Background: an optimization exercise with open tools, aiming at small area, a short achievable clock period and few clock cycles. Do not read the settings as production practice. In this exercise RTL edits were held to simulation tests only and were not proved equivalent to the original. Power is estimated from default activity; no workload was simulated.

Setup of juniper:
==> flow/design.v (excerpt) <==
module hsh_engine (
    input  wire        clk,
    input  wire        rst,         
    input  wire        req_valid,
    output wire        req_ready,
    input  wire        req_start,
    input  wire        req_final,
    input  wire [16:0] req_len,
    input  wire        in_valid,
    output wire        in_ready,
    input  wire [63:0] in_data,
    output wire        out_valid,
    input  wire        out_ready,
    output wire [63:0] out_data
);
==> flow/config.mk <==
export PLATFORM = sky130hd
export DESIGN_NAME = hsh_engine
export DESIGN_NICKNAME = hsh_engine
export VERILOG_FILES = /design/flow/design.v
export SDC_FILE = /design/flow/constraint.sdc
export NUM_CORES = 4
export LEC_CHECK = 0
export CAP_MARGIN = 20
export CORE_MARGIN = 2
export CORE_UTILIZATION = 45
export SLEW_MARGIN = 20
==> flow/constraint.sdc <==
create_clock -name core_clock -period 11.5 [get_ports {clk}]
set_input_delay 2.3000 -clock core_clock [delete_from_list [all_inputs] [get_ports {clk}]]
set_output_delay 2.3000 -clock core_clock [all_outputs]
set_load 0.01 [all_outputs]
standard.sh (not shown) runs the stock make flow with config.mk's settings and CLKGATE_MAP_FILE= SYNTH_SCRIPT=/design/flow/synth_recipe.tcl, a recipe that flattens the netlist after the stock synthesis.
==> flow/flow/run.sh <==
#!/bin/bash
# Standard layout, with timing repair aiming for extra setup slack beyond the clock period.
set -euo pipefail
bash standard.sh SETUP_SLACK_MARGIN=6.0 finish > standard.log 2>&1
juniper was carried through to the last stage, and its layout satisfied the timing, design-rule and antenna checks.
Testbench counts of juniper, summed over its fixed seeds: cycles 40,034.
Setup changes, juniper to garnet
--- a/flow/flow/run.sh
+++ b/flow/flow/run.sh
@@ -4 +4 @@
-bash standard.sh SETUP_SLACK_MARGIN=6.0 finish > standard.log 2>&1
+bash standard.sh SETUP_SLACK_MARGIN=5.75 finish > standard.log 2>&1
--- a/flow/config.mk
+++ b/flow/config.mk
@@ -10 +10 @@
-export CORE_UTILIZATION = 45
+export CORE_UTILIZATION = 40
Notes after the runs:
Summary across garnet and juniper: the single failing run is garnet.
To summarise garnet: no stage aborted, but the layout did not pass its checks, failing on max-slew violations.
garnet reports a higher count of clock-buffer cells in the layout than juniper does.
garnet against juniper; number of setup buffers added after CTS is down by more than half.
The total power consumption of the routed design in juniper is 1.06 times that in garnet.
garnet: die area is 12% higher than what juniper reported.
When the final numbers for garnet and juniper were put side by side, the combinational power turned out to be smaller in garnet.
Design area (garnet vs. juniper) decreases slightly
Final standard cell count with taps included and fillers excluded: garnet vs juniper up 280
Edits applied to the flow inputs when going from garnet to onyx:
--- a/flow/flow/run.sh
+++ b/flow/flow/run.sh
@@ -4 +4 @@
-bash standard.sh SETUP_SLACK_MARGIN=5.75 finish > standard.log 2>&1
+bash standard.sh SETUP_SLACK_MARGIN=6.0 finish > standard.log 2>&1
==> run summary <==
Compared with garnet, onyx shows number of signal-net buffers in the layout that has gone up by more than 10%.
onyx went all the way through synthesis, placement and routing and the layout is clean on timing, DRC and antenna.
[compare] base=garnet new=onyx: global-route usage now larger; total number of vias now larger.
Diff garnet..onyx | area after synthesis | unchanged
Edits applied to the flow inputs when going from onyx to violet:
--- a/flow/config.mk
+++ b/flow/config.mk
@@ -8 +8 @@
-export CAP_MARGIN = 20
+export CAP_MARGIN = 10
@@ -11 +11 @@
-export SLEW_MARGIN = 20
+export SLEW_MARGIN = 10
--- outcome ---
What the final checks of violet revealed, after a flow that finished every stage, was a layout that fails on max-capacitance violations, max-slew violations.
Register share of the cell area: violet vs onyx, no meaningful difference
Origin of the worst setup path: a[1] -> onyx, a[50] -> violet
Changes observed in violet relative to onyx: sum of met2 wire segment lengths after detailed routing neither gained nor lost much; total power picked up an extra 0.74%; number of clock buffers in the layout picked up an extra about 0.9%.
Largest vdd supply drop (higher): violet
Compared with onyx, in violet slack of the critical path rose 81 ps, synthesis-to-finish area growth has increased.


Another version of the RTL of hsh_engine (not shown whole).
Size: about 13000 cells after synthesis, about 2400 flip-flops, roughly 160 I/O pins, about 140000 um^2 of cells after synthesis.
// hsh_engine
module hsh_engine (
    input  wire        clk,
    input  wire        rst,         
    input  wire        req_valid,
    output wire        req_ready,
    input  wire        req_start,
    input  wire        req_final,
    input  wire [16:0] req_len,
    input  wire        in_valid,
    output wire        in_ready,
    input  wire [63:0] in_data,
    output wire        out_valid,
    input  wire        out_ready,
    output wire [63:0] out_data
);
Settings: LEC_CHECK=0, CAP_MARGIN=20, CORE_MARGIN=2, CORE_UTILIZATION=40, SETUP_SLACK_MARGIN=5, SLEW_MARGIN=20, TNS_END_PERCENT=0; clock period 11.5 ns.
run.sh (not shown) runs the stock make flow with config.mk's settings and CLKGATE_MAP_FILE= SYNTH_SCRIPT=/design/flow/synth_recipe.tcl, a recipe that flattens the netlist after the stock synthesis.
Stock flow here: none of the scripts above is used.
The baseline finished clean.
Testbench counts at the start, summed over its fixed seeds: cycles 40,034.
Rerun with:
--- a/flow/config.mk
+++ b/flow/config.mk
@@ -11,3 +11,2 @@
 export SETUP_SLACK_MARGIN = 5
 export SLEW_MARGIN = 20
-export TNS_END_PERCENT = 0
Outcome:
- The new run passed the timing, design-rule and antenna checks
- die area stays the same
- final area hardly moves
- via count barely changes
- count of clock-buffer cells in the layout drops by 5
- wire length rose by 0.47%
- global-route usage went up by 0.17 points
- utilization stays flat
- worst setup slack gains 0.11 ns
- worst hold slack degrades by 0.021 ns

static timing again, ports no longer ideal:
In the flow no input, the clock included, has a driving cell. The finished layouts below were timed again as built, in two steps. Step 1 (the two cells are an assumption about what drives the block):
set clk [get_ports {clk}]
set_driving_cell -lib_cell sky130_fd_sc_hd__clkbuf_16 $clk
set_driving_cell -lib_cell sky130_fd_sc_hd__buf_2 [delete_from_list [all_inputs] $clk]
Step 2 times the ports against the registers' clock, not the clock port: input delays grow and output delays shrink by t, the midpoint of the rising clock arrivals with the driver on. Slacks: ideal / step 1 / step 2; pairs: ideal / step 1.
run | t (ns) | slack for setup (ns) | worst hold slack (ns) | slew at the worst register clock pin (ns) | worst slew at a driven data input, ns
juniper | 1.022 | 5.553 / 5.553 / 5.063 | 0.360 / 0.360 / 0.360 | 0.07 / 0.07 | 0.07
garnet | 1.044 | 5.555 / 5.555 / 5.004 | 0.363 / 0.363 / 0.363 | 0.07 / 0.07 | 0.09
onyx | 1.046 | 5.651 / 5.651 / 5.073 | 0.359 / 0.359 / 0.359 | 0.07 / 0.07 | 0.09
violet | 1.038 | 5.733 / 5.733 / 5.202 | 0.364 / 0.364 / 0.364 | 0.07 / 0.07 | 0.09
the first run of note 2 | 1.026 | 4.682 / 4.566 / 4.566 | 0.395 / 0.395 / 0.395 | 0.07 / 0.07 | 0.11
the second run of note 2 | 1.046 | 4.788 / 4.697 / 4.271 | 0.374 / 0.374 / 0.374 | 0.08 / 0.08 | 0.07
The setup slack of onyx, which loses most, moves by 0.000 ns with the drivers and by -0.578 ns with both steps.
